Source: an optimization exercise on an open RTL-to-GDS flow (aim: small area and a short achievable clock period). Production flows keep margins and buffers that such runs may drop. Only simulation tests tie the RTL to the original design; equivalence was not proved.

Setup of lane 1:
## strand_codec
module strand_codec (
    input  wire         clk,
    input  wire         rst,
    input  wire         enc_in_valid,
    input  wire [255:0] enc_in_data,
    output reg          enc_out_valid,
    output reg  [31:0]  enc_out_check,
    input  wire         dec_in_valid,
    input  wire [287:0] dec_in_lanes,
    input  wire         dec_in_policy,      
    input  wire         dec_in_erasure,     
    input  wire [5:0]   dec_in_dead_lane,   
    output reg          dec_out_valid,
    output reg  [2:0]   dec_out_kind,
    output reg  [255:0] dec_out_data,
    output reg  [31:0]  dec_out_syn,
    output reg  [5:0]   dec_out_lane,
    output reg  [7:0]   dec_out_value
);
    localparam [2:0] K_CLEAN     = 3'd0;
    localparam [2:0] K_CORRECTED = 3'd1;
    localparam [2:0] K_ERASURE   = 3'd2;
    localparam [2:0] K_UNCORR    = 3'd3;
    localparam [2:0] K_POISON    = 3'd4;
    localparam [31:0] POISON_SYN = 32'h7355_0F00;
    localparam [5:0]  NO_LANE    = 6'h3F;
    function [7:0] gf_mul(input [7:0] a, input [7:0] b);
        reg [7:0] a1, a2, a3, a4, a5, a6, a7;
        begin
            a1 = {a[6:0],  1'b0} ^ (8'h1D & {8{a[7]}});
            a2 = {a1[6:0], 1'b0} ^ (8'h1D & {8{a1[7]}});
            a3 = {a2[6:0], 1'b0} ^ (8'h1D & {8{a2[7]}});
            a4 = {a3[6:0], 1'b0} ^ (8'h1D & {8{a3[7]}});
            a5 = {a4[6:0], 1'b0} ^ (8'h1D & {8{a4[7]}});
            a6 = {a5[6:0], 1'b0} ^ (8'h1D & {8{a5[7]}});
            a7 = {a6[6:0], 1'b0} ^ (8'h1D & {8{a6[7]}});
            gf_mul = (a  & {8{b[0]}}) ^ (a1 & {8{b[1]}}) ^ (a2 & {8{b[2]}}) ^
                     (a3 & {8{b[3]}}) ^ (a4 & {8{b[4]}}) ^ (a5 & {8{b[5]}}) ^
                     (a6 & {8{b[6]}}) ^ (a7 & {8{b[7]}});
        end
    endfunction
    function [7:0] gf_sq(input [7:0] a);
        gf_sq = gf_mul(a, a);
    endfunction
    function [7:0] EXPK(input integer k);
        integer i;
        begin
            EXPK = 8'h01;
            for (i = 0; i < k; i = i + 1)
                EXPK = {EXPK[6:0], 1'b0} ^ (8'h1D & {8{EXPK[7]}});
        end
    endfunction
    function [7:0] gf_inv(input [7:0] a);
        case (a)
            8'd0: gf_inv = 8'h00;
  ...
==> flow/config.mk <==
export PLATFORM = sky130hd
export DESIGN_NAME = strand_codec
export DESIGN_NICKNAME = strand_codec
export VERILOG_FILES = /design/flow/design.v
export SDC_FILE = /design/flow/constraint.sdc
export NUM_CORES = 4
export LEC_CHECK = 0
export CAP_MARGIN = 20
export CORE_MARGIN = 2
export CORE_UTILIZATION = 40
export CTS_CLUSTER_DIAMETER = 80
export CTS_CLUSTER_SIZE = 20
export PLACE_DENSITY = 0.6
export SLEW_MARGIN = 20
==> flow/constraint.sdc <==
create_clock -name core_clock -period 40.0 [get_ports {clk}]
set_input_delay 8.0000 -clock core_clock [delete_from_list [all_inputs] [get_ports {clk}]]
set_output_delay 8.0000 -clock core_clock [all_outputs]
set_load 0.01 [all_outputs]
standard.sh (not shown) runs the stock make flow with config.mk's settings and CLKGATE_MAP_FILE= SYNTH_SCRIPT=/design/flow/synth_recipe.tcl, a recipe that flattens the netlist after the stock synthesis.
==> flow/flow/run.sh <==
#!/bin/bash
# The standard layout (the standard.sh, ORFS), with two changes to how it
# is made: plain buf_1 port buffers instead of the delay cells buffer_ports
# picks by default, and repair_timing aiming for setup slack of
# SETUP_SLACK_MARGIN ns beyond the (unchanged) clock period instead of 0.
# ORFS writes each step's log under orfs/logs; make's output goes to
# standard.log.
bash standard.sh "BUFFER_PORTS_ARGS=-buffer_cell sky130_fd_sc_hd__buf_1" \
    SETUP_SLACK_MARGIN=30 finish > standard.log 2>&1
Lane 1 reached the final stage; the timing, design-rule and antenna checks on its layout passed.
Changes in lane 2 relative to lane 1:
--- a/flow/config.mk
+++ b/flow/config.mk
@@ -9,6 +9,4 @@
 export CORE_MARGIN = 2
 export CORE_UTILIZATION = 40
-export CTS_CLUSTER_DIAMETER = 80
-export CTS_CLUSTER_SIZE = 20
 export PLACE_DENSITY = 0.6
 export SLEW_MARGIN = 20
Notes after the runs:
- Lane 2: full flow OK, the timing, design-rule and antenna checks passed
- The maximum frequency from static timing analysis of lane 1 and that of lane 2 are within noise of each other.
- Status: simple-gate portion of the synthesized area parity (lane 2, lane 1)
- The relative area change from synthesis to final layout reported for lane 2 is greater than that of lane 1 by 1.7 points.
- Register share of the cell area was higher in the run labelled lane 1.
- Lane 2 against lane 1: critical path depth has increased; post-cts gate resize count has decreased; global-route usage has increased.
Setup changes, lane 2 to lane 3
==> flow/flow/run.sh <==
#!/bin/bash
# The standard layout (the standard.sh, ORFS), with two changes to how it
# is made: plain buf_1 port buffers instead of the delay cells buffer_ports
# picks by default, and repair_timing aiming for setup slack of
# SETUP_SLACK_MARGIN ns beyond the (unchanged) clock period instead of 0; and repair allowed to resize cells to other footprints.
# ORFS writes each step's log under orfs/logs; make's output goes to
# standard.log.
bash standard.sh "BUFFER_PORTS_ARGS=-buffer_cell sky130_fd_sc_hd__buf_1" \
    SETUP_SLACK_MARGIN=30 MATCH_CELL_FOOTPRINT=0 finish > standard.log 2>&1
--- a/flow/config.mk
+++ b/flow/config.mk
@@ -9,4 +9,6 @@
 export CORE_MARGIN = 2
 export CORE_UTILIZATION = 40
+export CTS_CLUSTER_DIAMETER = 80
+export CTS_CLUSTER_SIZE = 20
 export PLACE_DENSITY = 0.6
 export SLEW_MARGIN = 20
Every stage of the flow completed for lane 3, and the final layout passed the timing, design-rule and antenna checks.
met1 usage in global routing for lane 3 is lower than for lane 2.
Lane 2 leaves more setup margin than lane 3.
Changes observed in lane 3 relative to lane 2: final cell utilization of the core went down 0.68 points; worst hold slack picked up an extra 0.0079 ns; maximum frequency roughly the same; clock-pin slew on the worst setup and hold paths climbed 0.03 ns.
Between lane 2 and lane 3, the difference in wire length on met2 is negligible.
Compared with lane 2, lane 3 improves worst-case register-to-register setup slack.
Logic depth of the worst register-to-register path (lane 2 / lane 3): 1.2
Comparing lane 2 with lane 3, the routed metal-1 wirelength came out essentially unchanged.
Lane 3: minimum clock period higher than lane 2
## Diff of input files: lane 4 against lane 3
==> flow/flow/run.sh <==
#!/bin/bash
# The standard layout (the standard.sh, ORFS), with two changes to how it
# is made: plain buf_1 port buffers instead of the delay cells buffer_ports
# picks by default, and repair_timing aiming for setup slack of
# SETUP_SLACK_MARGIN ns beyond the (unchanged) clock period instead of 0.
# ORFS writes each step's log under orfs/logs; make's output goes to
# standard.log.
bash standard.sh "BUFFER_PORTS_ARGS=-buffer_cell sky130_fd_sc_hd__buf_1" \
    SETUP_SLACK_MARGIN=30 finish > standard.log 2>&1
--- a/flow/config.mk
+++ b/flow/config.mk
@@ -8,7 +8,5 @@
 export CAP_MARGIN = 20
 export CORE_MARGIN = 2
-export CORE_UTILIZATION = 40
-export CTS_CLUSTER_DIAMETER = 80
-export CTS_CLUSTER_SIZE = 20
-export PLACE_DENSITY = 0.6
+export CORE_UTILIZATION = 48
+export PLACE_DENSITY = 0.65
 export SLEW_MARGIN = 20
Findings:
In the metrics for lane 4 and lane 3, the one carrying the lower sequential share of cell area is lane 4. Between lane 4 and lane 3, via count is higher for lane 4, lane 3 comes in under that. On lane 4: post-route non-filler standard cell count is 379 lower than what lane 3 gave. | met2 global-route usage | higher: lane 4 |.

## static timing again, ports no longer ideal
The results above use ideal ports. As a check the final layouts listed here were re-extracted and re-timed, cells and wires unchanged.
Step 1 assumes that a clkbuf_16 drives the clock port and a buf_2 every other input.
Step 2 adds t to the input delays and takes it off the output delays; t is the mean of the earliest and latest rising clock arrival at the registers after step 1. Input paths then give back, and output paths get back, about the clock's delay inside the block.
Slacks: ideal / step 1 / step 2; pairs: ideal / step 1.
run	t (ns)	setup slack, ns	hold WS [ns]	worst data-port slew with drivers (ns)	pins driven straight from the clock port
lane 1	0.772	29.916 / 29.957 / 29.184	0.414 / 0.414 / 0.414	0.22	1
lane 2	0.782	29.920 / 29.955 / 29.173	0.406 / 0.406 / 0.406	0.23	1
lane 3	0.772	29.916 / 29.957 / 29.184	0.414 / 0.414 / 0.414	0.22	1
lane 4	0.787	29.780 / 29.846 / 29.059	0.405 / 0.405 / 0.405	0.16	1
After both steps setup and hold are still met in every run listed. For lane 2, which loses most, drivers alone change the setup slack by +0.035 ns; drivers and shift together by -0.747 ns.
